This design comes from an exercise in tuning for small area, a short achievable clock period and few clock cycles on the open sky130 flow, not from production work. The RTL was checked by simulation tests, not by an equivalence proof against the original design. Power figures rest on the tool's default switching activity, not on a simulated workload.

==> flow/design.v, too long to show whole: its modules and the start of the top module <==
// module feng_fa: 4 lines
// module feng_xnor: 3 lines
// module feng_or: 3 lines
// module feng_sqacc: 1927 lines
// module feng_cbit: 32 lines
// module feng_sqaccd: 1903 lines
// module feng_cbitd: 30 lines
// module feng_regress: 573 lines
module feng_regress (
    input  wire        clk,
    input  wire        rst,           
    input  wire [1:0]  cfg_method,    
    input  wire [3:0]  cfg_prescale,  
    input  wire        in_valid,
    output wire        in_ready,
    input  wire        in_close,      
    input  wire [47:0] in_stamp,      
    input  wire        in_missed,     
    output reg         out_valid,
    output wire [24:0] out_n,
    output wire [63:0] out_period,    
    output wire [87:0] out_freq,      
    output wire [51:0] out_spread,    
    output wire [63:0] out_min,       
    output wire [63:0] out_max,       
    output reg         out_fallback,
    output reg         out_nosignal,
    output reg         out_lost
);
  // ...
==> flow/flow/run.sh <==
#!/bin/bash
set -euo pipefail
MARGIN=$(awk -v p="${FLOW_PERIOD_NS:-25}" 'BEGIN { printf "%.2f", p - 6.5 }')
bash standard.sh synth > synth.log 2>&1
bash standard.sh SETUP_SLACK_MARGIN="$MARGIN" MATCH_CELL_FOOTPRINT=0 \
    "BUFFER_PORTS_ARGS=-buffer_cell sky130_fd_sc_hd__buf_4" finish > layout.log 2>&1
==> flow/standard.sh <==
#!/bin/bash
# synth_recipe.tcl (not shown) runs the flow's synth.tcl, then flattens the netlist and writes it again
# the make line also repeats each setting of config.mk as NAME=value (left out here)
make -C /OpenROAD-flow-scripts/flow DESIGN_CONFIG=/design/flow/config.mk WORK_HOME=/design/flow/orfs CLKGATE_MAP_FILE= SYNTH_SCRIPT=/design/flow/synth_recipe.tcl "${@:-finish}"
==> flow/config.mk <==
export PLATFORM = sky130hd
export DESIGN_NAME = feng_regress
export DESIGN_NICKNAME = feng_regress
export VERILOG_FILES = /design/flow/design.v
export SDC_FILE = /design/flow/constraint.sdc
export NUM_CORES = 8
export LEC_CHECK = 0
export CAP_MARGIN = 20
export CORE_MARGIN = 2
export CORE_UTILIZATION = 58
export CTS_BUF_LIST = sky130_fd_sc_hd__clkbuf_16
export CTS_CLUSTER_DIAMETER = 150
export CTS_CLUSTER_SIZE = 18
export PLACE_DENSITY = 0.66
export SLEW_MARGIN = 20
export SYNTH_HIERARCHICAL = 1
export SYNTH_MINIMUM_KEEP_SIZE = 0
==> flow/constraint.sdc <==
create_clock -name core_clock -period 25.0 [get_ports {clk}]
set_input_delay 5.0000 -clock core_clock [delete_from_list [all_inputs] [get_ports {clk}]]
set_output_delay 5.0000 -clock core_clock [all_outputs]
set_load 0.01 [all_outputs]
==> flow_metrics.tcl, run 1 <==
set metrics [dict create \
    status "finished clean" \
    dieArea_mm2 0.2556 \
    use_met3 0.1883 \
    seq_power_mw 4.20 \
    largest_cell_class "multi-input gates" \
    insertion_delay_ns 0.92 \
    final-seq-area_mm2 0.03990 \
    synth.most_common_cell "nand2_1" \
    die_w_um 505.6 \
    startpoint "rmin[36]" \
    top_layer_used "met5" \
    path_delay_family "flip-flops" \
    netlist_top_cells_count "nand2_1 (2861), fa_1 (1986), dfxtp_1 (986)" \
    placementRows 184 \
    use_met2 0.6754 \
    cp_cell_sequence "buf_6" \
    yosysWarnings 9 \
    endpoint_kind "output port" \
    synth-simple-area-share 0.1475 \
    seq_cells 1644 \
    crit_slowest_cell "edfxtp_1" \
    clock_skew_ns 0.1066 \
    place_area_mm2 0.1443 \
    post-place-ws_ns 17.68 \
    synth_edf_count 658 \
    worstHoldPathType "reg -> reg" \
    fin_cells 17282 \
    grt_pass1_wl_um 887300 \
    pwr-share-seq 0.309 \
    wl_met1_um 219800 \
    fin_hold_ws_ns 0.3365 \
    routed_wl_um 632700 \
    vias_per_cell 6.976 \
    fin_area_mm2 0.1526 \
]
Testbench counts, summed over its fixed seeds: cycles 372,207.
==> run 2: changes to the inputs <==
==> flow/flow/run.sh (replaced) <==
#!/bin/bash
set -euo pipefail
MARGIN=$(awk -v p="${FLOW_PERIOD_NS:-25}" 'BEGIN { printf "%.2f", p - 6.7 }')
bash standard.sh synth > synth.log 2>&1
bash standard.sh SETUP_SLACK_MARGIN="$MARGIN" MATCH_CELL_FOOTPRINT=0 \
    "BUFFER_PORTS_ARGS=-buffer_cell sky130_fd_sc_hd__buf_4" finish > layout.log 2>&1
==> run 2 against run 1 <==
Still clean. Setup slack worse by 0.11 ns. Via count is 0.85% lower. Clock power is essentially flat. Critical path depth grew 14. Total power fell by 2.7%. Sequential share of layout area grew 0.50 points. Utilization fell by 1.4 points. Die area unchanged. Clock-buffer cell count stayed put. Critical endpoint is now hop[1]. Largest power group unchanged. Highest routed layer unchanged.
==> flow_metrics.tcl, run 2 <==
set metrics [dict create \
    status "finished clean" \
    layout_commonest_cell "nand2_1" \
    synth_top_area_frac 0.2724 \
    grt_pass1_vias 118391 \
    critical_path_class "reg -> reg" \
    cp_cell_sequence "buf_4, inv_1, ha_4, buf_4, mux4_2, mux4_2, mux4_2, nand2_1, nand3_1, mux2i_2, o21ai_0, and2_1, a21oi_1, nand2_1, o31ai_1" \
    antenna_found_initial 71 \
    worst_pin_slew_ns 1.260 \
    syn-cell-area_mm2 0.1459 \
    tns_ns 0 \
    largest_register_ffs 134 \
    worstPathMaxFanout 44 \
    async_flop_share 0 \
    fin_hold_ws_ns 0.3605 \
    netlist_top_cells_count "nand2_1 (2861), fa_1 (1986), dfxtp_1 (986)" \
    pwr_density_cell_mw_per_mm2 88.74 \
    irDropWorstVdd_mv 0.1232 \
    grt_pass1_wl_um 881000 \
    regMostFlops "L" \
    max_clock_freq_mhz 147.3 \
    yosysUniqueCellTypes 117 \
    first_pass_iters 14 \
    setup_viol_count_final 0 \
    insertion_delay_ns 0.86 \
    drcViolationCount 0 \
    maxCapViolCount 0 \
    cp.arrival_ns 7.45 \
    synth_edf_count 658 \
    endpoint_kind "register" \
    synth.most_common_cell "nand2_1" \
    vias_per_cell 7.023 \
    cp_num_buf_inv 3 \
    tritoncts "yes" \
    clock_skew_ns 0.08271 \
    worstHoldPathType "reg -> reg" \
    start_util 0.5821 \
    die_y_um 505.6 \
    clock_sinks 1644 \
    antenna_left 0 \
    ios 421 \
    syn2layout_area_growth_pct 2.163 \
    clk_path_buf_depth 3 \
    synth_top_flop_cell "dfxtp_1" \
    syn_avg_cell_area_um2 10.27 \
    p_total_mw 13.23 \
    synth-seq-cells 1644 \
    gp_congestion 1.115 \
    setup_ws_ns 18.21 \
    cts.clk_slew.worst_paths_ns 0.09 \
    slew_headroom 0.1570 \
    cp_common_cell "mux4_2" \
    synthCells 14209 \
    crit_slowest_cell "buf_4" \
    core-area_mm2 0.2507 \
    post-place-ws_ns 17.07 \
    grt_use_total 0.4846 \
    dr_total_vias 119536 \
    rsz0062_at_grt "true" \
    fin_crit_ns 6.791 \
    final_cell_mix "nand2_1 (2860), fa_1 (1986), dfxtp_1 (846)" \
    cts_max_level 3 \
    period_share 0.2716 \
    grt-ovfl-total 0 \
    top_regs "L x134, suu x110" \
    drt-initial-drc-count 20051 \
    drive_gt1_frac 0.1115 \
    dieArea_mm2 0.2556 \
    fin_nets 15897 \
    die_w_um 505.6 \
    synth-seq-area-share 0.2707 \
    numCtsBuffers 101 \
    routed_wl_um 626400 \
    placementRows 184 \
    path_delay_family "multiplexers" \
    final_util 0.5947 \
    io_buffers 415 \
    synth.area.top_cells "fa_1 (27%), edfxtp_1 (14%), dfxtp_1 (14%)" \
    crit_required_ns 25.66 \
    max_stage_delay_ns 0.73 \
    slew_violations 0 \
    dp_hpwl_um 453200 \
    grt_max_degree 151 \
    wire_per_inst_um 36.80 \
    hold_violations 0 \
    clockRootBuffer "clkbuf_16" \
    yosysWarnings 9 \
    start_kind "register" \
    synth_top_cell_by_area "fa_1" \
    p_leak_nw 43.71 \
]
-- run 2: cell counts after synthesis --
No cell type changed its count.
-- run 2: kinds of logic (layout without fill, tap and decap cells) --
kind of cell	Yosys count	count (layout)	share of synthesized area
AND/OR/NAND/NOR	4860	4860	0.1475
adder cells (fa/ha/maj)	2308	2308	0.3000
AO/OA/AOI/OAI	2347	2347	0.1111
buffers and inverters	2092	1477	0.09076
flip-flops	1644	1644	0.2707
multiplexers	469	469	0.05071
XOR/XNOR	488	488	0.02929
other	1	79	0.00002570
-- run 2: final cells by class --
type / instances / area (um2)
clock buffers: 101 / 2527
clock inverters: 88 / 449.2
multi-input cells: 10497 / 93650
inverters: 463 / 1738
well taps: 3348 / 4189
flip-flops and latches: 1644 / 39730
repair buffers: 825 / 6668
diodes: 54 / 135.1
fillers: 20962 / 101600
-- run 2: layer usage --
| layer | up-vias | wire (um) | global-route usage |
|---|---|---|---|
| met5 | - | 434 | 0.003378 |
| met3 | 2113 | 97530 | 0.1984 |
| met2 | 10252 | 253100 | 0.6668 |
| li1 | 46894 | - | - |
| met4 | 44 | 57810 | 0.3575 |
| met1 | 60233 | 217500 | 0.6105 |
-- run 2: per-stage QoR --
step	cells	instance area, um2
detailed placement	16605	144200
floorplan	14233	146000
finish	17020	149100
global placement	16605	144200
global route	16969	149000
CTS	16961	148800
-- run 2: worst register-to-register path, delay by kind of cell (launching register included) --
family	cells	cell delay, ns
compound gates	3	1.03
simple gates	4	0.70
flops	1	0.32
buf+inv	3	1.52
mux	4	2.32
fa+ha+maj	1	0.72
-- run 2: what timing repair did --
| action | CTS | global route |
|---|---|---|
| pin swaps | 1 | 0 |
| endpoints found under the setup margin | 198 | 25 |
| resized for setup | 44 | 21 |
| hold buffers | 0 | 0 |
| buffers inserted | 167 | 4 |
-- run 2: worst paths after layout --
path / start / slack [ns] / to / cells after the start
setup / recovery: cnt[1] / 18.21 / hop[1] / 15
hold reg to reg: m0 / 0.36 / m1 / 0
setup reg to reg: cnt[1] / 18.21 / hop[1] / 15
hold / removal: m0 / 0.36 / m1 / 0
-- run 2: power breakdown --
| group | switching (mW) | internal [mW] |
|---|---|---|
| Sequential | 0.952 | 3.41 |
| Clock | 1.07 | 0.745 |
| Combinational | 4.69 | 2.37 |
| Total | 6.71 | 6.53 |
-- run 2: per-module statistics from Yosys, one instance, submodules excluded --
module        cell area [um2]  flip-flops and latches  cells inside  copies in the design
feng_cbit               414.1                       0            56                     2
feng_fa                 20.02                       0             1                  1981
feng_sqacc               7113                       0          1296                     1
feng_or                 6.256                       0             1                   111
feng_sqaccd              6808                       0          1270                     1
feng_cbitd              317.8                       0            36                     2
feng_xnor               8.758                       0             1                   112
feng_regress            89210                    1644          9255                     1
==> module feng_regress, before the edit <==
module feng_regress (
    input  wire        clk,
    input  wire        rst,           
    input  wire [1:0]  cfg_method,    
    input  wire [3:0]  cfg_prescale,  
    input  wire        in_valid,
    output wire        in_ready,
    input  wire        in_close,      
    input  wire [47:0] in_stamp,      
    input  wire        in_missed,     
    output reg         out_valid,
    output wire [24:0] out_n,
    output wire [63:0] out_period,    
    output wire [87:0] out_freq,      
    output wire [51:0] out_spread,    
    output wire [63:0] out_min,       
    output wire [63:0] out_max,       
    output reg         out_fallback,
    output reg         out_nosignal,
    output reg         out_lost
);
    reg         rdy;
    reg         e0, c0;
    reg  [42:0] st0;
    reg         m0;
    reg  [1:0]  meth0;
    reg  [3:0]  ps0;
    assign in_ready = rdy;
    wire acc_in    = in_valid & rdy;
    wire close_acc = acc_in & in_close;
    always @(posedge clk) begin
        st0 <= in_stamp[42:0];
        m0  <= in_missed;
        if (close_acc) begin
            meth0 <= cfg_method;
            ps0   <= cfg_prescale;
        end
        if (rst) begin
            e0 <= 1'b0;
            c0 <= 1'b0;
        end else begin
            e0 <= acc_in & ~in_close;
            c0 <= close_acc;
        end
    end
    reg         empty;        
    reg  [42:0] t0, tp;       
    reg  [42:0] u1, d1;
    reg         e1, f1, c1, m1;
    reg         c2p;          
    wire        cu_idle, cu_idle_next, snap;
    wire        up_now = (c0 | ((c1 | c2p) & ~snap)) & cu_idle_next;
    wire [42:0] u_new  = (e0 ? st0 : tp) - t0;
    wire [42:0] d_new  = st0 - tp;
    always @(posedge clk) begin
        f1 <= e0 & empty;
        m1 <= m0;
        u1 <= ((e0 & ~empty) | (~e0 & up_now)) ? u_new : 43'd0;
        d1 <= (e0 & ~empty) ? d_new : 43'd0;
        if (e0) begin
            tp <= st0;
            if (empty) t0 <= st0;
        end
        if (rst) begin
            empty <= 1'b1;
            e1    <= 1'b0;
            c1    <= 1'b0;
        end else begin
            e1 <= e0;
            c1 <= c0;
            if (e0)      empty <= 1'b0;
            else if (c0) empty <= 1'b1;
        end
    end
    reg  [24:0]  n_acc;
    reg  [66:0]  su;          
    reg  [90:0]  sw;          
    localparam integer NC  = 25;   
    localparam integer NCD = 23;   
    reg  [109:0] suu;         
    reg  [NC-1:0] suu_c;
    reg  [85:0]  sdd;         
    reg  [NCD-1:0] sdd_c;
    reg  [10:0]  sw_c;        
    reg  [42:0]  dmin, dmax;
    reg          missed;
    reg    rst_q;             
    assign snap = (c1 | c2p) & cu_idle;
    wire   clr  = rst_q | snap;
    wire [109:0] suu_n;
    wire [85:0]  sdd_n;
    wire [NC-1:0] suu_cn;
    wire [NCD-1:0] sdd_cn;
    wire [90:0]  sw_n;
    wire [90:0]  sw_co_r;
    genvar gi;
    generate
        for (gi = 0; gi < 91; gi = gi + 1) begin : g_sw
            wire ci = (gi % 8 != 0) ? sw_co_r[gi - 1] : ((gi == 0) ? 1'b0 : sw_c[gi / 8 - 1]);
            wire co;
            feng_fa u_fa (.a(sw[gi]), .b((gi < 67) ? su[gi] : 1'b0), .c(ci), .s(sw_n[gi]), .co(co));
            assign sw_co_r[gi] = co;
        end
    endgenerate
    feng_sqacc u_squ (.x(u1), .accn(suu), .cinn(suu_c), .accn_n(suu_n), .coutn(suu_cn));
    feng_sqaccd u_sqd (.x(d1), .accn(sdd), .cinn(sdd_c), .accn_n(sdd_n), .coutn(sdd_cn));
    always @(posedge clk) begin
        if (clr) begin
            n_acc  <= 25'd0;
            su     <= 67'd0;
            sw     <= 91'd0;
            suu    <= {110{1'b1}};
            suu_c  <= {NC{1'b1}};
            sdd    <= {86{1'b1}};
            sdd_c  <= {NCD{1'b1}};
            sw_c   <= 11'd0;
            dmin   <= {43{1'b1}};
            dmax   <= 43'd0;
            missed <= 1'b0;
        end else begin
            n_acc  <= n_acc + {24'd0, e1};
            su     <= su + {24'd0, u1};
            if (e1) begin
                sw   <= sw_n;
                sw_c <= {sw_co_r[87], sw_co_r[79], sw_co_r[71], sw_co_r[63], sw_co_r[55],
                         sw_co_r[47], sw_co_r[39], sw_co_r[31], sw_co_r[23], sw_co_r[15],
                         sw_co_r[7]};
            end
            suu    <= suu_n;
            suu_c  <= suu_cn;
            sdd    <= sdd_n;
            sdd_c  <= sdd_cn;
            missed <= missed | (e1 & m1);
            if (e1 & ~f1) begin
                if (d1 < dmin) dmin <= d1;
                if (d1 > dmax) dmax <= d1;
            end
        end
        rst_q <= rst;
        if (rst) c2p <= 1'b0;
        else     c2p <= (c1 | c2p) & ~cu_idle;
    end
    always @(posedge clk) begin
        if (rst) rdy <= 1'b0;
        else     rdy <= ~(close_acc | ((c0 | c1 | c2p) & ~cu_idle));
    end
    localparam [6:0]
        P_IDLE = 7'd0,  P_DEC  = 7'd1,
        P_CK1  = 7'd2,  P_CK1A = 7'd3,  P_CK1B = 7'd4,  P_CK1D = 7'd5,  P_CK1C = 7'd6,
        P_CK2  = 7'd7,  P_CK2A = 7'd8,  P_CK2B = 7'd9,  P_CK1M = 7'd63, P_CK2M = 7'd64,
        P_RV   = 7'd10, P_RV1  = 7'd11, P_RV2  = 7'd12, P_RV3  = 7'd13, P_RV5 = 7'd14, P_RV4 = 7'd15,
        P_RVM  = 7'd65,
        P_RE   = 7'd16, P_RE1  = 7'd17, P_RE2  = 7'd18,
        P_RNE  = 7'd19, P_RNE1 = 7'd20, P_RC   = 7'd21, P_RC2  = 7'd22, P_RC1  = 7'd23,
        P_R3A  = 7'd24, P_R3A1 = 7'd25, P_R3B  = 7'd26, P_R3B1 = 7'd27,
        P_R3M  = 7'd66, P_R3M2 = 7'd67,
        P_RA   = 7'd28, P_RQ   = 7'd29, P_RX0  = 7'd30, P_RX   = 7'd31,
        P_SQ   = 7'd32, P_RSP  = 7'd33, P_RSP1 = 7'd34,
        P_RP0  = 7'd35, P_RP   = 7'd36, P_SH   = 7'd37, P_RND  = 7'd38, P_RND1 = 7'd39,
        P_RF0  = 7'd40, P_RF   = 7'd41, P_DONE = 7'd42,
        P_FB   = 7'd43, P_FMM  = 7'd44, P_FMM1 = 7'd45, P_FBB  = 7'd46,
        P_FMMM = 7'd68, P_FMM2 = 7'd69, P_RV1C = 7'd70,
        P_FY   = 7'd48, P_FDV  = 7'd49, P_FDV1 = 7'd50, P_FDV2 = 7'd51, P_FDV3 = 7'd52,
        P_FMN  = 7'd53, P_FMN1 = 7'd54, P_FMN2 = 7'd55,
        P_FMX  = 7'd56, P_FMX1 = 7'd57, P_FMX2 = 7'd58,
        P_FP   = 7'd59, P_FP1  = 7'd60, P_NS   = 7'd61;
    reg  [6:0]   ph, ph_n;
    reg  [7:0]   cnt, cnt_n;
    reg          sb, sb_n;    
    reg          ub, ub_n;    
    reg          sc;          
    reg          sbr;         
    reg          nb;          
    reg          fb;          
    reg  [24:0]  rn;          
    reg  [66:0]  ru;          
    reg  [93:0]  rw;          
    reg  [49:0]  re;          
    reg  [99:0]  rd;          
    reg  [71:0]  rmax;        
    reg  [63:0]  rmin;        
    reg  [42:0]  rup;         
    reg  [NC-1:0] cu;         
    reg  [NCD-1:0] cd;        
    reg  [10:0]  cw;          
    reg  [1:0]   meth;
    reg  [3:0]   ps;
    reg  [99:0]  H;
    reg  [133:0] L;
    assign cu_idle      = (ph == P_IDLE);
    assign cu_idle_next = (ph == P_IDLE) | (ph == P_DONE);
    assign out_n      = rn;
    assign out_period = ru[64:1];
    assign out_freq   = L[87:0];
    assign out_spread = rd[51:0];
    assign out_min    = rmin;
    assign out_max    = rmax[63:0];
    reg  [24:0] rm;                     
    wire [7:0]   cn1   = cnt + 8'd1;
    wire         cbu0, cbu1, cbd0, cbd1;
    feng_cbit  u_cbu0 (.cinn(cu), .j(cnt), .c(cbu0));
    feng_cbit  u_cbu1 (.cinn(cu), .j(cn1), .c(cbu1));
    feng_cbitd u_cbd0 (.cinn(cd), .j(cnt), .c(cbd0));
    feng_cbitd u_cbd1 (.cinn(cd), .j(cn1), .c(cbd1));
    wire         cb    = (ph == P_FBB) ? cbd0 : cbu0;
    wire         cb1   = (ph == P_FBB) ? cbd1 : cbu1;
    wire         la    = ~L[0];
    wire         scn   = (la & cb) | (la & sc) | (cb & sc);
    wire         sbr_n = ~L[1] ^ cb1 ^ scn;
    wire        ub_ra = (cn1 < 8'd67) & ru[cn1[6:0]];
    wire        ub_rq = (cn1 < 8'd94) & rw[cn1[6:0]];
    wire        ub_fb = (cn1 < 8'd43) & rup[cn1[5:0]];
    wire last24 = (cnt == 8'd24);
    reg  [4:0] lz;
    integer    li;
    always @(*) begin
        lz = 5'd24;
        for (li = 0; li < 25; li = li + 1)
            if (rn[li]) lz = 5'd24 - li[4:0];
    end
    wire [7:0] clz = {3'd0, lz};
    always @(*) begin
        ph_n  = ph;
        cnt_n = cnt;
        sb_n  = sb;
        ub_n  = ub;
        case (ph)
        P_IDLE: if (snap) ph_n = P_DEC;
        P_DEC: begin
            cnt_n = clz;
            if (meth == 2'd1 ? (rn < 25'd3) : (rn < 25'd2))
                ph_n = P_NS;
            else if (meth == 2'd2 || (meth != 2'd1 && (rn < 25'd16 || out_lost)))
                ph_n = P_FB;
            else if (meth == 2'd1)
                ph_n = P_RV;
            else
                ph_n = P_CK1;
        end
        P_CK1:  begin cnt_n = cnt + 8'd1; if (last24) ph_n = P_CK1M; end
        P_CK1M: ph_n = P_CK1A;
        P_CK1A: ph_n = P_CK1B;
        P_CK1B: ph_n = P_CK1D;
        P_CK1D: ph_n = P_CK1C;
        P_CK1C: begin cnt_n = clz; ph_n = hneg ? P_CK2 : P_FB; end
        P_CK2:  begin cnt_n = cnt + 8'd1; if (last24) ph_n = P_CK2M; end
        P_CK2M: ph_n = P_CK2A;
        P_CK2A: ph_n = P_CK2B;
        P_CK2B: begin cnt_n = clz; ph_n = hneg ? P_FB : P_RV; end
        P_RV:   begin cnt_n = cnt + 8'd1; if (last24) ph_n = P_RVM; end
        P_RVM:  ph_n = P_RV1;
        P_RV1:  ph_n = P_RV1C;
        P_RV1C: ph_n = P_RV2;
        P_RV2:  ph_n = P_RV3;
        P_RV3:  ph_n = P_RV5;
        P_RV5:  ph_n = P_RV4;
        P_RV4:  begin cnt_n = clz; ph_n = P_RE; end
        P_RE:   begin cnt_n = cnt + 8'd1; if (last24) ph_n = P_RE1; end
        P_RE1:  ph_n = P_RE2;
        P_RE2:  begin cnt_n = clz; ph_n = P_RNE; end
        P_RNE:  begin cnt_n = cnt + 8'd1; if (last24) ph_n = P_RNE1; end
        P_RNE1: ph_n = P_RC;
        P_RC:   ph_n = P_RC2;
        P_RC2:  ph_n = P_RC1;
        P_RC1:  begin cnt_n = clz; ph_n = P_R3A; end
        P_R3A:  begin cnt_n = cnt + 8'd1; if (last24) ph_n = P_R3M; end
        P_R3M:  ph_n = P_R3M2;
        P_R3M2: ph_n = P_R3A1;
        P_R3A1: begin cnt_n = clz; ph_n = P_R3B; end
        P_R3B:  begin cnt_n = cnt + 8'd1; if (last24) ph_n = P_R3B1; end
        P_R3B1: begin cnt_n = 8'd0; sb_n = 1'b1; ub_n = ru[0]; ph_n = P_RA; end
        P_RA: begin
            if (sb & ub) sb_n = 1'b0;
            else begin
                sb_n = 1'b1; ub_n = ub_ra; cnt_n = cnt + 8'd1;
                if (cnt == 8'd133) begin cnt_n = 8'd0; ub_n = rw[0]; ph_n = P_RQ; end
            end
        end
        P_RQ: begin
            if (sb & ub) sb_n = 1'b0;
            else begin
                sb_n = 1'b1; ub_n = ub_rq; cnt_n = cnt + 8'd1;
                if (cnt == 8'd133) begin cnt_n = 8'd0; ub_n = 1'b0; ph_n = P_RX0; end
            end
        end
        P_RX0:  begin cnt_n = cnt + 8'd1; if (cnt == 8'd23)  begin cnt_n = 8'd0; ph_n = P_RX; end end
        P_RX:   begin cnt_n = cnt + 8'd1; if (cnt == 8'd103) begin cnt_n = 8'd0; ph_n = P_SQ; end end
        P_SQ:   begin cnt_n = cnt + 8'd1; if (cnt == 8'd51)  begin cnt_n = 8'd0; ph_n = fb ? P_FDV : P_RSP; end end
        P_RSP:  ph_n = P_RSP1;
        P_RSP1: begin cnt_n = 8'd0; ph_n = P_RP0; end
        P_RP0:  begin cnt_n = cnt + 8'd1; if (cnt == 8'd17)  begin cnt_n = 8'd0; ph_n = P_RP; end end
        P_RP:   begin cnt_n = cnt + 8'd1; if (cnt == 8'd79)  begin cnt_n = 8'd0; ph_n = P_SH; end end
        P_SH:   if (cnt[3:0] == ps) ph_n = P_RND; else cnt_n = cnt + 8'd1;
        P_RND:  ph_n = P_RND1;
        P_RND1: begin cnt_n = 8'd0; ph_n = P_RF0; end
        P_RF0:  begin cnt_n = cnt + 8'd1; if (cnt == 8'd1)   begin cnt_n = 8'd0; ph_n = P_RF; end end
        P_RF:   begin cnt_n = cnt + 8'd1; if (cnt == 8'd87)  ph_n = P_DONE; end
        P_DONE: ph_n = P_IDLE;
        P_FB:   begin cnt_n = clz; ph_n = (rn == 25'd2) ? P_FMN : P_FMM; end
        P_FMM:  begin cnt_n = cnt + 8'd1; if (last24) ph_n = P_FMMM; end
        P_FMMM: ph_n = P_FMM2;
        P_FMM2: ph_n = P_FMM1;
        P_FMM1: begin cnt_n = 8'd0; sb_n = 1'b1; ub_n = rup[0]; ph_n = P_FBB; end
        P_FBB: begin
            if (sb & ub) sb_n = 1'b0;
            else begin
                sb_n = 1'b1; ub_n = ub_fb; cnt_n = cnt + 8'd1;
                if (cnt == 8'd85) begin cnt_n = 8'd0; ub_n = 1'b0; ph_n = P_FY; end
            end
        end
        P_FY:   begin cnt_n = cnt + 8'd1; if (cnt == 8'd103) begin cnt_n = 8'd0; ph_n = P_SQ; end end
        P_FDV:  begin cnt_n = 8'd0; ph_n = P_FDV1; end
        P_FDV1: if (cnt[3:0] == ps) ph_n = P_FDV2; else cnt_n = cnt + 8'd1;
        P_FDV2: ph_n = P_FDV3;
        P_FDV3: ph_n = P_FMN;
        P_FMN:  begin cnt_n = {4'd0, ps}; ph_n = P_FMN1; end
        P_FMN1: if (cnt == 8'd20) ph_n = P_FMN2; else cnt_n = cnt + 8'd1;
        P_FMN2: ph_n = P_FMX;
        P_FMX:  begin cnt_n = {4'd0, ps}; ph_n = P_FMX1; end
        P_FMX1: if (cnt == 8'd20) ph_n = P_FMX2; else cnt_n = cnt + 8'd1;
        P_FMX2: ph_n = P_FP;
        P_FP:   begin cnt_n = 8'd0; ph_n = P_FP1; end
        P_FP1:  begin cnt_n = cnt + 8'd1; if (cnt == 8'd63)  begin cnt_n = 8'd0; ph_n = P_SH; end end
        P_NS:   ph_n = P_DONE;
        default: ph_n = P_IDLE;
        endcase
    end
    localparam integer NB = 12;
    localparam integer B_U = 0, B_W = 1, B_E = 2, B_D = 3, B_MAX = 4, B_MIN = 5,
                       B_UP = 6, B_N = 7, B_M = 8, B_SQ = 9, B_LLO = 10, B_CW = 11;
    reg  [1:0]    ain_sel;    
    reg           divsh;      
    reg           sqtap;      
    reg  [NB-1:0] bsel;
    reg  [1:0]    bgm;        
    reg           divm;       
    reg           binv, cin;
    reg  [1:0]    hop;        
    reg  [1:0]    lop;        
    reg  [1:0]    d_ain;
    reg           d_divsh, d_sqtap, d_divm, d_binv, d_cin;
    reg  [NB-1:0] d_bsel;
    reg  [1:0]    d_bgm, d_hop, d_lop;
    always @(*) begin
        d_ain   = 2'd1;
        d_divsh = 1'b0;
        d_sqtap = 1'b0;
        d_bsel  = {NB{1'b0}};
        d_bgm   = 2'd0;
        d_divm  = 1'b0;
        d_binv  = 1'b0;
        d_cin   = 1'b0;
        d_hop   = 2'd0;
        d_lop   = 2'd0;
        case (ph_n)
            P_CK1: begin d_ain = 2'd2; d_bsel[B_MAX] = 1'b1; d_bgm = 2'd1; d_hop = 2'd1; end
            P_CK2: begin d_ain = 2'd2; d_bsel[B_MIN] = 1'b1; d_bgm = 2'd1; d_hop = 2'd1; end
            P_RV:  begin d_ain = 2'd2; d_bsel[B_U]   = 1'b1; d_bgm = 2'd1; d_hop = 2'd1; end
            P_RE:  begin d_ain = 2'd2; d_bsel[B_N]   = 1'b1; d_bgm = 2'd1; d_hop = 2'd1; end
            P_RNE, P_R3A:
                   begin d_ain = 2'd2; d_bsel[B_E]   = 1'b1; d_bgm = 2'd1; d_hop = 2'd1; end
            P_R3B: begin d_ain = 2'd2; d_bsel[B_D]   = 1'b1; d_bgm = 2'd1; d_hop = 2'd1; end
            P_FMM: begin d_ain = 2'd2; d_bsel[B_M]   = 1'b1; d_bgm = 2'd1; d_hop = 2'd1; end
            P_CK1M: begin d_bsel[B_MAX] = 1'b1; d_binv = 1'b1; d_cin = 1'b1; d_hop = 2'd1; end
            P_CK2M: begin d_bsel[B_MIN] = 1'b1; d_binv = 1'b1; d_cin = 1'b1; d_hop = 2'd1; end
            P_RVM:  begin d_bsel[B_U]   = 1'b1; d_binv = 1'b1; d_cin = 1'b1; d_hop = 2'd1; end
            P_R3M, P_R3M2:
                    begin d_bsel[B_E]   = 1'b1; d_binv = 1'b1; d_cin = 1'b1; d_hop = 2'd1; end
            P_FMMM, P_FMM2:
                    begin d_bsel[B_M]   = 1'b1; d_binv = 1'b1; d_cin = 1'b1; d_hop = 2'd1; end
            P_CK1A: begin d_ain = 2'd2; d_bsel[B_UP] = 1'b1; d_binv = 1'b1; d_hop = 2'd1; end
            P_CK1B, P_CK1D:
                    begin d_bsel[B_UP] = 1'b1; d_binv = 1'b1; d_cin = 1'b1; d_hop = 2'd1; end
            P_CK2A: begin d_ain = 2'd2; d_bsel[B_UP] = 1'b1; d_binv = 1'b1; d_cin = 1'b1; d_hop = 2'd1; end
            P_RV1:  begin d_bsel[B_W] = 1'b1; d_binv = 1'b1; d_cin = 1'b1; d_hop = 2'd1; end
            P_RV1C: begin d_bsel[B_CW] = 1'b1; d_binv = 1'b1; d_cin = 1'b1; d_hop = 2'd1; end
            P_RV3, P_RV5:
                    begin d_bsel[B_W] = 1'b1; d_hop = 2'd1; end
            P_RE1:  begin d_binv = 1'b1; d_hop = 2'd1; end
            P_RNE1: begin d_ain = 2'd0; d_bsel[B_E] = 1'b1; d_hop = 2'd1; end
            P_RC, P_RC2:
                    begin d_bsel[B_E] = 1'b1; d_hop = 2'd1; end
            P_RA: begin
                if (sb_n & ub_n) begin d_bsel[B_U] = 1'b1; d_binv = 1'b1; d_cin = 1'b1; d_hop = 2'd1; end
                else             begin d_bsel[B_N] = 1'b1; d_bgm = 2'd2; d_hop = 2'd2; d_lop = 2'd1; end
            end
            P_RQ: begin
                if (sb_n & ub_n) begin d_bsel[B_W] = 1'b1; d_binv = 1'b1; d_cin = 1'b1; d_hop = 2'd1; end
                else             begin d_bsel[B_E] = 1'b1; d_bgm = 2'd3; d_hop = 2'd2; d_lop = 2'd1; end
            end
            P_FBB: begin
                if (sb_n & ub_n) begin d_bsel[B_UP] = 1'b1; d_binv = 1'b1; d_cin = 1'b1; d_hop = 2'd1; end
                else             begin d_bsel[B_M]  = 1'b1; d_bgm = 2'd2; d_hop = 2'd2; d_lop = 2'd1; end
            end
            P_RX0, P_RP0, P_RF0: begin d_ain = 2'd3; d_hop = 2'd1; d_lop = 2'd3; end
            P_RX:  begin d_ain = 2'd2; d_divsh = 1'b1; d_bsel[B_D]   = 1'b1; d_divm = 1'b1; d_hop = 2'd1; d_lop = 2'd2; end
            P_RP:  begin d_ain = 2'd2; d_divsh = 1'b1; d_bsel[B_MAX] = 1'b1; d_divm = 1'b1; d_hop = 2'd1; d_lop = 2'd2; end
            P_RF:  begin d_ain = 2'd2; d_divsh = 1'b1; d_bsel[B_U]   = 1'b1; d_divm = 1'b1; d_hop = 2'd1; d_lop = 2'd2; end
            P_FY:  begin d_ain = 2'd2; d_divsh = 1'b1; d_bsel[B_E]   = 1'b1; d_divm = 1'b1; d_hop = 2'd1; d_lop = 2'd2; end
            P_FP1: begin d_ain = 2'd2; d_divsh = 1'b1; d_bsel[B_M]   = 1'b1; d_divm = 1'b1; d_hop = 2'd1; d_lop = 2'd2; end
            P_SQ:  begin d_ain = 2'd3; d_sqtap = 1'b1; d_bsel[B_SQ] = 1'b1; d_divm = 1'b1; d_hop = 2'd1; d_lop = 2'd3; end
            P_RSP: begin d_ain = 2'd0; d_bsel[B_U] = 1'b1; d_cin = 1'b1; d_hop = 2'd1; end
            P_SH:  if (cnt_n[3:0] != ps) begin d_hop = 2'd2; d_lop = 2'd1; end
            P_RND: begin d_ain = 2'd0; d_bsel[B_LLO] = 1'b1; d_cin = 1'b1; d_hop = 2'd1; end
            P_FDV:  begin d_ain = 2'd0; d_bsel[B_U] = 1'b1; d_hop = 2'd1; end
            P_FDV1: if (cnt_n[3:0] != ps) d_hop = 2'd2;
            P_FDV2: begin d_cin = 1'b1; d_hop = 2'd1; end
            P_FMN:  begin d_ain = 2'd0; d_bsel[B_MIN] = 1'b1; d_hop = 2'd1; end
            P_FMX:  begin d_ain = 2'd0; d_bsel[B_MAX] = 1'b1; d_hop = 2'd1; end
            P_FMN1, P_FMX1: if (cnt_n != 8'd20) begin d_ain = 2'd2; d_hop = 2'd1; end
            default: ;
        endcase
    end
    always @(posedge clk) begin
        ph      <= rst ? P_IDLE : ph_n;
        cnt     <= cnt_n;
        sb      <= sb_n;
        ub      <= ub_n;
        ain_sel <= d_ain;
        divsh   <= d_divsh;
        sqtap   <= d_sqtap;
        bsel    <= d_bsel;
        bgm     <= d_bgm;
        divm    <= d_divm;
        binv    <= d_binv;
        cin     <= d_cin;
        hop     <= d_hop;
        lop     <= d_lop;
    end
    wire        hneg = H[99];
    reg  [99:0] ain;
    always @(*) begin
        case (ain_sel)
            2'd0:    ain = 100'd0;
            2'd1:    ain = H;
            2'd2:    ain = {H[98:0], divsh & L[133]};
            default: ain = {H[97:0], sqtap ? L[103:102] : L[133:132]};
        endcase
    end
    wire [99:0] bsrc =
          ({100{bsel[B_U]}}   & {33'd0, ru})
        | ({100{bsel[B_W]}}   & {6'd0, rw})
        | ({100{bsel[B_E]}}   & {50'd0, re})
        | ({100{bsel[B_D]}}   & rd)
        | ({100{bsel[B_MAX]}} & {28'd0, rmax})
        | ({100{bsel[B_MIN]}} & {36'd0, rmin})
        | ({100{bsel[B_UP]}}  & {57'd0, rup})
        | ({100{bsel[B_N]}}   & {75'd0, rn})
        | ({100{bsel[B_M]}}   & {75'd0, rm})
        | ({100{bsel[B_SQ]}}  & {31'd0, ru, hneg, 1'b1})
        | ({100{bsel[B_LLO]}} & {35'd0, L[64:0]})
        | ({100{bsel[B_CW]}}  & cw2);
    wire [99:0] cw2 = {10'd0, cw[10], 7'd0, cw[9], 7'd0, cw[8], 7'd0, cw[7], 7'd0, cw[6], 7'd0,
                       cw[5], 7'd0, cw[4], 7'd0, cw[3], 7'd0, cw[2], 7'd0, cw[1], 7'd0, cw[0],
                       9'd0};
    reg         bgate;
    always @(*) begin
        case (bgm)
            2'd0:    bgate = 1'b1;
            2'd1:    bgate = nb;
            2'd2:    bgate = sbr;
            default: bgate = L[0];
        endcase
    end
    wire        inv = divm ? ~hneg : binv;
    wire        ci  = divm ? ~hneg : cin;
    wire [99:0] bop = bgate ? bsrc : 100'd0;
    wire [99:0] bx  = inv ? ~bop : bop;
    wire [99:0] sum = ain + bx + {99'd0, ci};
    wire        qb  = ~sum[99];
    always @(posedge clk) begin
        out_valid <= (ph == P_DONE) & ~rst;
        case (hop)
            2'd1:    H <= sum;
            2'd2:    H <= {sum[99], sum[99:1]};
            default: ;
        endcase
        case (lop)
            2'd1:    L <= {sum[0], L[133:1]};
            2'd2:    L <= {L[132:0], qb};
            2'd3:    L <= {L[131:0], 2'b00};
            default: ;
        endcase
        nb <= rn[5'd24 - cnt_n[4:0]];
        begin
            case (ph)
            P_IDLE: if (snap) begin
                rn    <= n_acc;
                rm    <= n_acc - 25'd1;
                ru    <= su;
                rw    <= {2'd0, sw, 1'b0};
                cw    <= sw_c;
                L     <= {{24{1'b1}}, suu};
                cu    <= suu_c;
                rd    <= {14'd0, sdd};
                cd    <= sdd_c;
                rmin  <= {21'd0, dmin};
                rmax  <= {29'd0, dmax};
                rup   <= u1;
                meth  <= meth0;
                ps    <= ps0;
                out_lost <= missed;
            end
            P_DEC:  begin H <= 100'd0; end
            P_CK1C: begin H <= 100'd0; end
            P_CK2B: begin H <= 100'd0; end
            P_RV2:  rw <= H[93:0];
            P_RV4:  begin rw <= H[93:0]; H <= 100'd0; end
            P_RE2:  begin re <= H[49:0]; H <= 100'd0; end
            P_RNE1: rmax <= H[71:0];
            P_RC1:  begin re <= H[49:0]; H <= 100'd0; end
            P_R3A1: begin rd <= H; H <= 100'd0; end
            P_R3B1: begin rd <= H; H <= 100'd0; sc <= 1'b0; sbr <= ~L[0]; end
            P_RA, P_FBB: if (!(sb & ub)) begin sc <= scn; sbr <= sbr_n; end
            P_RQ:   if (cnt == 8'd0 && sb) ru <= {2'd0, H[64:1], 1'b0};
            P_RX:   if (cnt == 8'd103) H <= 100'd0;
            P_FY:   if (cnt == 8'd103) H <= 100'd0;
            P_SQ:   ru <= {ru[65:0], qb};
            P_RSP1: begin
                rd <= {48'd0, H[52:1]};
                L  <= {rw, 40'd0};
                H  <= 100'd0;
            end
            P_RND1: begin
                ru <= {2'd0, H[64:1], 1'b0};
                L  <= {21'd1953125, 7'd0, H[64:1], 42'd0};
                H  <= 100'd0;
            end
            P_RF0: if (cnt == 8'd0 && !fb) begin
                rmin <= H[63:0];
                rmax <= {8'd0, H[63:0]};
            end
            P_FB: begin
                H  <= 100'd0;
                ru <= {2'd0, H[64:1], 1'b0};
                if (rn == 25'd2) rd <= {48'd0, H[52:1]};
            end
            P_FMM1: begin
                re <= H[49:0];
                L  <= {48'd0, rd[85:0]};    
                H  <= 100'd0;
                sc <= 1'b0; sbr <= ~rd[0];
            end
            P_FDV3: rd <= {48'd0, H[52:1]};
            P_FMN2: rmin <= H[63:0];
            P_FMX2: rmax <= {8'd0, H[63:0]};
            P_FP: begin
                L <= {rup, 91'd0};
                H <= 100'd0;
            end
            P_NS: begin
                ru   <= {2'd0, H[64:1], 1'b0};
                L    <= {21'd1953125, 7'd0, H[64:1], 42'd0};
                rd   <= {48'd0, H[52:1]};
                rmin <= H[63:0];
                rmax <= {8'd0, H[63:0]};
            end
            default: ;
            endcase
        end
    end
    always @(posedge clk) begin
        if (ph == P_DEC) begin
            out_fallback <= 1'b0;
            out_nosignal <= (meth == 2'd1) ? (rn < 25'd3) : (rn < 25'd2);
            fb           <= 1'b0;
        end
        if (ph == P_FB) begin
            out_fallback <= 1'b1;
            fb           <= 1'b1;
        end
    end
endmodule
==> run 3: changes to the inputs <==
--- a/flow/design.v
+++ b/flow/design.v
@@ -4072,7 +4072,6 @@
     reg          ub, ub_n;    
     reg          sc;          
     reg          sbr;         
-    reg          nb;          
     reg          fb;          
     reg  [24:0]  rn;          
     reg  [66:0]  ru;          
@@ -4233,12 +4232,10 @@
     reg  [1:0]    ain_sel;    
     reg           divsh;      
     reg           sqtap;      
-    reg  [NB-1:0] bsel;
-    reg  [1:0]    bgm;        
-    reg           divm;       
-    reg           binv, cin;
     reg  [1:0]    hop;        
     reg  [1:0]    lop;        
+    reg  [99:0]   Bq;         
+    reg           ciq;        
     reg  [1:0]    d_ain;
     reg           d_divsh, d_sqtap, d_divm, d_binv, d_cin;
     reg  [NB-1:0] d_bsel;
@@ -4321,11 +4318,6 @@
         ain_sel <= d_ain;
         divsh   <= d_divsh;
         sqtap   <= d_sqtap;
-        bsel    <= d_bsel;
-        bgm     <= d_bgm;
-        divm    <= d_divm;
-        binv    <= d_binv;
-        cin     <= d_cin;
         hop     <= d_hop;
         lop     <= d_lop;
     end
@@ -4339,37 +4331,53 @@
             default: ain = {H[97:0], sqtap ? L[103:102] : L[133:132]};
         endcase
     end
-    wire [99:0] bsrc =
-          ({100{bsel[B_U]}}   & {33'd0, ru})
-        | ({100{bsel[B_W]}}   & {6'd0, rw})
-        | ({100{bsel[B_E]}}   & {50'd0, re})
-        | ({100{bsel[B_D]}}   & rd)
-        | ({100{bsel[B_MAX]}} & {28'd0, rmax})
-        | ({100{bsel[B_MIN]}} & {36'd0, rmin})
-        | ({100{bsel[B_UP]}}  & {57'd0, rup})
-        | ({100{bsel[B_N]}}   & {75'd0, rn})
-        | ({100{bsel[B_M]}}   & {75'd0, rm})
-        | ({100{bsel[B_SQ]}}  & {31'd0, ru, hneg, 1'b1})
-        | ({100{bsel[B_LLO]}} & {35'd0, L[64:0]})
-        | ({100{bsel[B_CW]}}  & cw2);
+    wire [99:0] sum = ain + Bq + {99'd0, ciq};
+    wire        qb  = ~sum[99];
+    wire        hclr = (ph == P_DEC) | (ph == P_CK1C) | (ph == P_CK2B) | (ph == P_RV4) |
+                       (ph == P_RE2) | (ph == P_RC1) | (ph == P_R3A1) | (ph == P_R3B1) |
+                       (((ph == P_RX) | (ph == P_FY)) & (cnt == 8'd103)) |
+                       (ph == P_RSP1) | (ph == P_RND1) | (ph == P_FB) | (ph == P_FMM1) |
+                       (ph == P_FP);
+    wire        hneg_n = ~hclr & ((hop != 2'd0) ? sum[99] : H[99]);    
+    wire        fwd    = (ph == P_RV2) | (ph == P_RE2) | (ph == P_RC1) | (ph == P_R3A1);
+    wire [66:0] ru_n   = (ph == P_SQ) ? {ru[65:0], qb} : ru;
     wire [99:0] cw2 = {10'd0, cw[10], 7'd0, cw[9], 7'd0, cw[8], 7'd0, cw[7], 7'd0, cw[6], 7'd0,
                        cw[5], 7'd0, cw[4], 7'd0, cw[3], 7'd0, cw[2], 7'd0, cw[1], 7'd0, cw[0],
                        9'd0};
-    reg         bgate;
+    wire [99:0] bsrc_n = fwd ? H :
+          ( ({100{d_bsel[B_U]}}   & {33'd0, ru_n})
+          | ({100{d_bsel[B_W]}}   & {6'd0, rw})
+          | ({100{d_bsel[B_E]}}   & {50'd0, re})
+          | ({100{d_bsel[B_D]}}   & rd)
+          | ({100{d_bsel[B_MAX]}} & {28'd0, rmax})
+          | ({100{d_bsel[B_MIN]}} & {36'd0, rmin})
+          | ({100{d_bsel[B_UP]}}  & {57'd0, rup})
+          | ({100{d_bsel[B_N]}}   & {75'd0, rn})
+          | ({100{d_bsel[B_M]}}   & {75'd0, rm})
+          | ({100{d_bsel[B_SQ]}}  & {31'd0, ru_n, hneg_n, 1'b1})
+          | ({100{d_bsel[B_LLO]}} & {35'd0, L[64:0]})
+          | ({100{d_bsel[B_CW]}}  & cw2) );
+    wire        shift_half = ((ph == P_RA) | (ph == P_FBB)) & ~(sb & ub);
+    wire        sbr_nx = (ph == P_R3B1) ? ~L[0] : (ph == P_FMM1) ? ~rd[0] :
+                         shift_half ? sbr_n : sbr;
+    wire        l0_nx  = (lop == 2'd1) ? L[1] : L[0];
+    reg         bgate_n;
     always @(*) begin
-        case (bgm)
-            2'd0:    bgate = 1'b1;
-            2'd1:    bgate = nb;
-            2'd2:    bgate = sbr;
-            default: bgate = L[0];
+        case (d_bgm)
+            2'd0:    bgate_n = 1'b1;
+            2'd1:    bgate_n = rn[5'd24 - cnt_n[4:0]];
+            2'd2:    bgate_n = sbr_nx;
+            default: bgate_n = l0_nx;
         endcase
     end
-    wire        inv = divm ? ~hneg : binv;
-    wire        ci  = divm ? ~hneg : cin;
-    wire [99:0] bop = bgate ? bsrc : 100'd0;
-    wire [99:0] bx  = inv ? ~bop : bop;
-    wire [99:0] sum = ain + bx + {99'd0, ci};
-    wire        qb  = ~sum[99];
+    wire        inv_n = d_divm ? ~hneg_n : d_binv;
+    wire        ci_n  = d_divm ? ~hneg_n : d_cin;
+    wire [99:0] bop_n = bgate_n ? bsrc_n : 100'd0;
+    wire [99:0] bx_n  = inv_n ? ~bop_n : bop_n;
+    always @(posedge clk) begin
+        Bq  <= bx_n;
+        ciq <= ci_n;
+    end
     always @(posedge clk) begin
         out_valid <= (ph == P_DONE) & ~rst;
         case (hop)
@@ -4383,7 +4391,6 @@
             2'd3:    L <= {L[131:0], 2'b00};
             default: ;
         endcase
-        nb <= rn[5'd24 - cnt_n[4:0]];
         begin
             case (ph)
             P_IDLE: if (snap) begin
==> flow/flow/run.sh (replaced) <==
#!/bin/bash
set -euo pipefail
MARGIN=$(awk -v p="${FLOW_PERIOD_NS:-25}" 'BEGIN { printf "%.2f", p - 6.5 }')
bash standard.sh synth > synth.log 2>&1
bash standard.sh SETUP_SLACK_MARGIN="$MARGIN" MATCH_CELL_FOOTPRINT=0 \
    "BUFFER_PORTS_ARGS=-buffer_cell sky130_fd_sc_hd__buf_4" finish > layout.log 2>&1
==> run 3 against run 2 <==
Sequential power is 8.9% higher. Cell area increased by 5.2%. Clock skew increased by 0.029 ns. Cell count increased by 3.1%. Utilization grew 1.5 points. Critical path type unchanged. Critical endpoint is now Bq[1]. Largest power group unchanged. Highest routed layer unchanged.
==> flow_metrics.tcl, run 3 <==
set metrics [dict create \
    yosysWarnings 9 \
    grt_max_degree 162 \
    busiest_layer "met2" \
    grt_pass1_vias 122933 \
    antenna_found_initial 64 \
    rsz0062_at_grt "true" \
    synth_top_cell_by_area "fa_1" \
    cp.arrival_ns 7.57 \
    largest_register_ffs 134 \
    async_flop_share 0 \
    dp_hpwl_um 476100 \
    p_leak_nw 46.51 \
    pwr_density_cell_mw_per_mm2 88.88 \
    antenna_left 0 \
    synth_mux_area_frac 0.05159 \
    tns_ns 0 \
    io_buffers 415 \
    slew_violations 0 \
    drcViolationCount 0 \
    synth_top_family_by_area "adder cells" \
    synth_top_area_frac 0.2649 \
    ios 421 \
    worstHoldPathType "reg -> reg" \
    maxCapViolCount 0 \
    grt_use_total 0.4958 \
    grt-ovfl-total 0 \
    rr_endpoint "Bq[1]" \
    synth-seq-area-share 0.2744 \
    rrSetupSlack_ns 18.16 \
    clock_sinks 1728 \
    cts.clk_slew.worst_paths_ns 0.10 \
    cts_max_level 3 \
    yosysUniqueCellTypes 119 \
    crit_slowest_cell "nand4_1" \
    hold_buffers 0 \
    synth_adder_area_share 0.2917 \
    cp_common_cell "buf_4" \
    netlist_top_cells_count "nand2_1 (2806), fa_1 (1986), dfxtp_1 (1070)" \
    synth.most_common_cell "nand2_1" \
    use_met1 0.6004 \
    die_w_um 512.7 \
    r2r_start "cnt[3]" \
    start_util 0.5836 \
    tritoncts "yes" \
    routed_wl_um 662400 \
    top_regs "L x134, suu x110" \
    synth.area.top_cells "fa_1 (26%), dfxtp_1 (14%), edfxtp_1 (13%)" \
    numCtsBuffers 106 \
    placementRows 186 \
    r2r_cells 21 \
    clk_path_buf_depth 3 \
    use_met2 0.6947 \
    irDropWorstVdd_mv 0.1054 \
    whs_endpoint "m1" \
    worst_pin_slew_ns 1.210 \
    cp_cell_sequence "buf_4, xor2_2, buf_4, inv_2, buf_4, mux4_1, nor4b_1, a311oi_1, nand4_1, mux2i_1, xnor2_1, xnor2_1, o21ai_0, o21ai_2, nor2_1, a211oi_1, a31oi_4, buf_12, buf_4, o221ai_1, xor2_1" \
    crit_required_ns 25.73 \
    gp_congestion 1.103 \
    synth_compound_area_frac 0.1155 \
    wire_per_inst_um 37.73 \
    fin_nets 16406 \
    die_y_um 512.7 \
    fin_crit_ns 6.838 \
    period_share 0.2735 \
    synth_edf_count 658 \
    synth_xor_area_frac 0.02911 \
    synth-seq-cells 1728 \
    dieArea_mm2 0.2628 \
    start_kind "register" \
    clock_skew_ns 0.1118 \
    max_stage_delay_ns 0.74 \
    final_util 0.6099 \
    layout_commonest_cell "nand2_1" \
    dr_total_vias 123986 \
    clockRootBuffer "clkbuf_16" \
    max_clock_freq_mhz 146.2 \
    core-area_mm2 0.2572 \
    grt_pass1_wl_um 920700 \
    syn_avg_cell_area_um2 10.30 \
    syn-cell-area_mm2 0.1501 \
    insertion_delay_ns 0.88 \
    regMostFlops "L" \
    path_delay_family "buffers and inverters" \
    final_cell_mix "nand2_1 (2803), fa_1 (1986), dfxtp_1 (897)" \
    critical_path_class "reg -> reg" \
    slew_headroom 0.1934 \
    worstPathMaxFanout 36 \
    drive_gt1_frac 0.1336 \
    endpoint_kind "register" \
    drt-initial-drc-count 20231 \
    hp-start "m0" \
    synthCells 14568 \
    use_met3 0.2161 \
    first_pass_iters 15 \
    vias_per_cell 7.062 \
    hold_depth 0 \
    syn2layout_area_growth_pct 4.509 \
    cp_num_buf_inv 6 \
    synth-simple-area-share 0.1467 \
    hold_violations 0 \
    setup_viol_count_final 0 \
    status "finished clean" \
    synth_top_flop_cell "dfxtp_1" \
]
run 3: cell types whose count changed in the layout (fill, tap and decap cells not counted), moves of 61 or more:
cell      delta
o211ai_1    +82
a31oi_1     -91
o21ai_0     +61
a221o_1    +126
a21oi_1     +68
buf_6      +327
buf_4      -138
a22oi_1    -116
and3_1      +84
a22o_1      -67
run 3: kinds of logic after synthesis:
kind of cell,Yosys count
AND/OR/NAND/NOR,4895
AO/OA/AOI/OAI,2458
adder cells (fa/ha/maj),2307
buffers and inverters,2163
flip-flops,1728
multiplexers,518
XOR/XNOR,498
other,1
run 3: per-layer routing:
metal | routed length [um] | vias to the layer above
li1 | - | 48513
met1 | 225400 | 62407
met2 | 270400 | 10600
met3 | 103600 | 2444
met4 | 62430 | 22
met5 | 546 | -
run 3: area by class of cell:
class | count | area (um2)
clock buffers | 107 | 2678
fillers | 20970 | 100300
diodes | 47 | 117.6
repair buffers | 1054 | 10150
well taps | 3384 | 4234
flip-flops and latches | 1728 | 41470
clock inverters | 86 | 480.5
inverters | 449 | 1704
multi-input cells | 10701 | 96010
run 3: report_power, final:
part | switching, mW | internal (mW)
Combinational | 4.65 | 2.64
Sequential | 1.08 | 3.67
Clock | 1.11 | 0.785
run 3: modules after synthesis, one instance, submodules excluded:
module	cells inside	times used
feng_or	1	111
feng_sqacc	1296	1
feng_cbit	56	2
feng_fa	1	1981
feng_cbitd	36	2
feng_xnor	1	112
feng_regress	9614	1
feng_sqaccd	1270	1
run 3: through the flow:
stage	hold WS (ns)	power, mW	std cells	worst slack [ns]	area [um2]
global placement	0.3154	10.89	16969	15.90	148400
global route	0.3519	14.17	17529	18.25	156800
floorplan	0.3096	8.486	14592	18.60	150200
CTS	0.3370	13.36	17468	18.35	156100
finish	0.3339	13.94	17556	18.16	156800
detailed placement	0.3186	10.96	16969	15.80	148400
run 3: worst max-delay path by stage:
stage	from	to	slack [ns]	cells after the start
after floorplan	ph[2]	rw[0]	18.60	9
after global placement	ph[3]	Bq[54]	15.90	21
after detailed placement	ain_sel[0]	Bq[56]	15.80	22
after CTS	rmax[33]	out_max[33]	18.35	1
after global routing	cnt[3]	Bq[13]	18.25	22
final	cnt[3]	Bq[1]	18.16	21
run 3: timing repair:
item / 4_1_cts / 5_1_grt
pin swaps: 10 / 6
resized for setup: 484 / 68
cloned: 4 / 4
setup endpoints to repair: 467 / 341
buffers inserted: 302 / 36
endpoints found under the hold margin: 0 / 0
Testbench counts of run 3, summed over its fixed seeds: cycles 372,207.

==> re-timing with driven ports <==
The flow's constraints put no driver on any port. The routed layouts listed below were extracted and timed again, unchanged, in two steps. Step 1, drivers: a clkbuf_16 drives clk and a buf_2 each remaining input, both assumed. Step 2 times the ports against the registers' clock, not the clock port: input delays grow and output delays shrink by t, the midpoint of the rising clock arrivals with the driver on. a / b / c = ideal ports / drivers / drivers and shift; a / b = the first two.
| run | shift t [ns] | setup slack, ns | hold WS [ns] | latest minus earliest clock arrival (ns) | worst data-port slew with drivers (ns) |
|---|---|---|---|---|---|
| run 1 | 0.987 | 18.323 / 18.202 / 18.463 | 0.336 / 0.336 / 0.336 | 0.110 / 0.110 | 0.09 |
| run 2 | 0.938 | 18.209 / 18.132 / 18.209 | 0.361 / 0.361 / 0.361 | 0.083 / 0.082 | 0.07 |
| run 3 | 0.925 | 18.162 / 18.162 / 18.162 | 0.334 / 0.334 / 0.334 | 0.115 / 0.115 | 0.09 |
After both steps setup and hold are still met in every run listed.
